This design comes from an exercise in tuning for small area, a short achievable clock period and few clock cycles per item on the open sky130 flow, not from production work. RTL that was checked went through simulation tests only; none was proved equivalent to the original. Power is estimated from default activity; no workload was simulated.

wip/fjord:
## mbcq_enc
module mbcq_enc #(
    parameter integer L  = 34,      
    parameter integer RP = 32,      
    parameter integer HQ = 2        
) (
    input  wire        clk,
    input  wire        rst,         
    input  wire        in_valid,
    output wire        in_ready,
    input  wire        in_last,     
    input  wire [1:0]  in_fmt,      
    input  wire [1:0]  in_k,        
    input  wire [31:0] in_elem,     
    output wire        out_valid,
    input  wire        out_ready,
    output wire        out_hdr,     
    output wire        out_last,    
    output wire [15:0] out_data
);
Size in the first run: about 2400 cells after synthesis, ~1100 flip-flops, ~61 I/O pins.
==> flow/config.mk <==
export PLATFORM = sky130hd
export DESIGN_NAME = mbcq_enc
export DESIGN_NICKNAME = mbcq_enc
export VERILOG_FILES = /design/flow/design.v
export SDC_FILE = /design/flow/constraint.sdc
export NUM_CORES = 4
export LEC_CHECK = 0
export CAP_MARGIN = 20
export CORE_MARGIN = 2
export CORE_UTILIZATION = 70
export CTS_BUF_LIST = sky130_fd_sc_hd__clkbuf_16
export CTS_CLUSTER_DIAMETER = 80
export CTS_CLUSTER_SIZE = 30
export PLACE_DENSITY = 0.8
export SLEW_MARGIN = 20
==> flow/constraint.sdc <==
create_clock -name core_clock -period 16.0 [get_ports {clk}]
set_input_delay 3.2000 -clock core_clock [delete_from_list [all_inputs] [get_ports {clk}]]
set_output_delay 3.2000 -clock core_clock [all_outputs]
set_load 0.01 [all_outputs]
standard.sh (not shown) runs the stock make flow with config.mk's settings and CLKGATE_MAP_FILE= SYNTH_SCRIPT=/design/flow/synth_recipe.tcl, a recipe that flattens the netlist after the stock synthesis.
==> flow/flow/run.sh <==
#!/bin/bash
# Own layout flow: the standard ORFS flow (standard.sh), with the ports
# buffered by a plain buffer instead of the delay-cell buffer ORFS picks.
# The make output goes to flow.log in the work folder; ORFS's own per-step
# logs stay under orfs/logs/.
set -euo pipefail
bash standard.sh \
  "BUFFER_PORTS_ARGS=-buffer_cell sky130_fd_sc_hd__buf_2" \
  SETUP_SLACK_MARGIN=11.5 \
  finish > flow.log 2>&1
Testbench counts of wip/fjord, summed over its fixed seeds: cycles 377,724, items 363,761.
--- input diff wip/fjord..wip/willow ---
-- flow/design.v --
<<< wip/fjord, line 35
    wire [4:0]  i_lz   = i_f16 ? lzc23({in_elem[9:0], 13'h0}) :
                         i_b16 ? lzc23({in_elem[6:0], 16'h0}) : lzc23(in_elem[22:0]);
    reg        rdy;               
    reg        busy;              
    reg        a_v, a_last, a_s, a_f16;
    reg [1:0]  a_k;
    reg [7:0]  a_ex;
    reg [22:0] a_man;
    reg [4:0]  a_lz;              
>>> wip/willow, line 35
    wire [4:0]  i_lz   = i_f16 ? lzc23({in_elem[9:0], 13'h0}) :
                         i_b16 ? lzc23({in_elem[6:0], 16'h0}) : lzc23(in_elem[22:0]);
    wire        i_spec = i_f16 ? (in_elem[14:10] == 5'h1F) : (i_ex == 8'hFF);
    wire        i_sub  = (i_ex == 8'd0);
    wire        i_zero = i_sub && (i_man == 23'd0);
    wire [8:0]  i_ebn  = i_f16 ? {4'b0000, in_elem[14:10]} + 9'd368 : {1'b1, i_ex};
    reg        rdy;               
    reg        busy;              
    reg        a_v, a_last, a_s, a_f16, a_spec, a_sub, a_zero;
    reg [1:0]  a_k;
    reg [8:0]  a_ebn;
    reg [22:0] a_man;
    reg [4:0]  a_lz;              
<<< wip/fjord, line 45
    always @(posedge clk) begin
        a_s    <= i_s;
        a_ex   <= i_ex;
        a_man  <= i_man;
        a_lz   <= i_lz;
        a_f16  <= i_f16;
        a_k    <= in_k;
        a_last <= in_last;
>>> wip/willow, line 49
    always @(posedge clk) begin
        a_s    <= i_s;
        a_ebn  <= i_ebn;
        a_man  <= i_man;
        a_lz   <= i_lz;
        a_f16  <= i_f16;
        a_spec <= i_spec;
        a_sub  <= i_sub;
        a_zero <= i_zero;
        a_k    <= in_k;
        a_last <= in_last;
<<< wip/fjord, line 54
        else     a_v <= in_valid & !busy;
    end
    wire        a_spec = a_f16 ? (a_ex[4:0] == 5'h1F) : (a_ex == 8'hFF);
    wire        a_sub  = (a_ex == 8'd0);
    wire        a_zero = a_sub && (a_man == 23'd0);
    wire [8:0]  a_base = a_f16 ? 9'd369 : 9'd257;       
    wire [8:0]  a_ebf  = a_sub ? a_base - {4'b0000, a_lz} : a_base - 9'd1 + {1'b0, a_ex};
    wire [8:0]  a_eb   = a_spec ? 9'h1FF : a_zero ? 9'd0 : a_ebf;
    wire [8:0]  a_ebm  = (a_spec || a_zero) ? 9'd0 : a_ebf;    
>>> wip/willow, line 61
        else     a_v <= in_valid & !busy;
    end
    wire [8:0]  a_base = a_f16 ? 9'd369 : 9'd257;       
    wire [8:0]  a_ebf  = a_sub ? a_base - {4'b0000, a_lz} : a_ebn;
    wire [8:0]  a_eb   = a_spec ? 9'h1FF : a_zero ? 9'd0 : a_ebf;
    wire [8:0]  a_ebm  = (a_spec || a_zero) ? 9'd0 : a_ebf;    
--- outcome ---
Total global-route track usage (lower): wip/fjord
The cell area was comparable across wip/fjord and wip/willow.
wip/fjord → wip/willow: fmax went down by 0.0035 GHz; power now larger; number of antenna violations at the first check in global routing +5; share of the clock period used by the worst path after layout moved up.
Going from wip/fjord to wip/willow, the switching power was found to have gone up by 24 uW.
Compared wip/fjord against wip/willow; cell count within noise.
The higher final-layout worst hold slack of wip/fjord and wip/willow is in wip/fjord.
Per the comparison of wip/willow with wip/fjord, portion of total power attributed to combinational logic was more or less identical; post-synthesis instance total lower; synthesis-to-layout area growth went up 0.66 points; final count of pins violating max slew ~0 delta; routed wire length went up by about 7%.
Function not checked in wip/willow: the RTL went through the layout flow alone.

[what the ideal ports hide]
The flow's constraints put no driver on any port. The routed layouts listed below were extracted and timed again, unchanged, in two steps. Step 1: set_driving_cell puts a clkbuf_16 on clk and a buf_2 on each other input, an assumption about the parent block. Step 2 moves the port delays by t, midway between the first and last clock arrival at a register: inputs arrive t later, outputs are due t later. That takes back most of the time a late clock gives input paths. a / b / c = ideal ports / drivers / drivers and shift; a / b = the first two.
run | t (ns) | setup slack, ns | worst setup path after step 2 | latest minus earliest clock arrival (ns) | worst slew at a driven data input, ns
wip/fjord | 0.653 | 11.625 / 11.570 / 11.127 | input to register | 0.031 / 0.030 | 0.03
wip/willow | 0.668 | 11.558 / 11.500 / 10.998 | input to register | 0.030 / 0.030 | 0.04
After both steps every run listed still meets setup and hold. For wip/willow, which loses most, drivers alone change the setup slack by -0.058 ns; drivers and shift together by -0.560 ns.
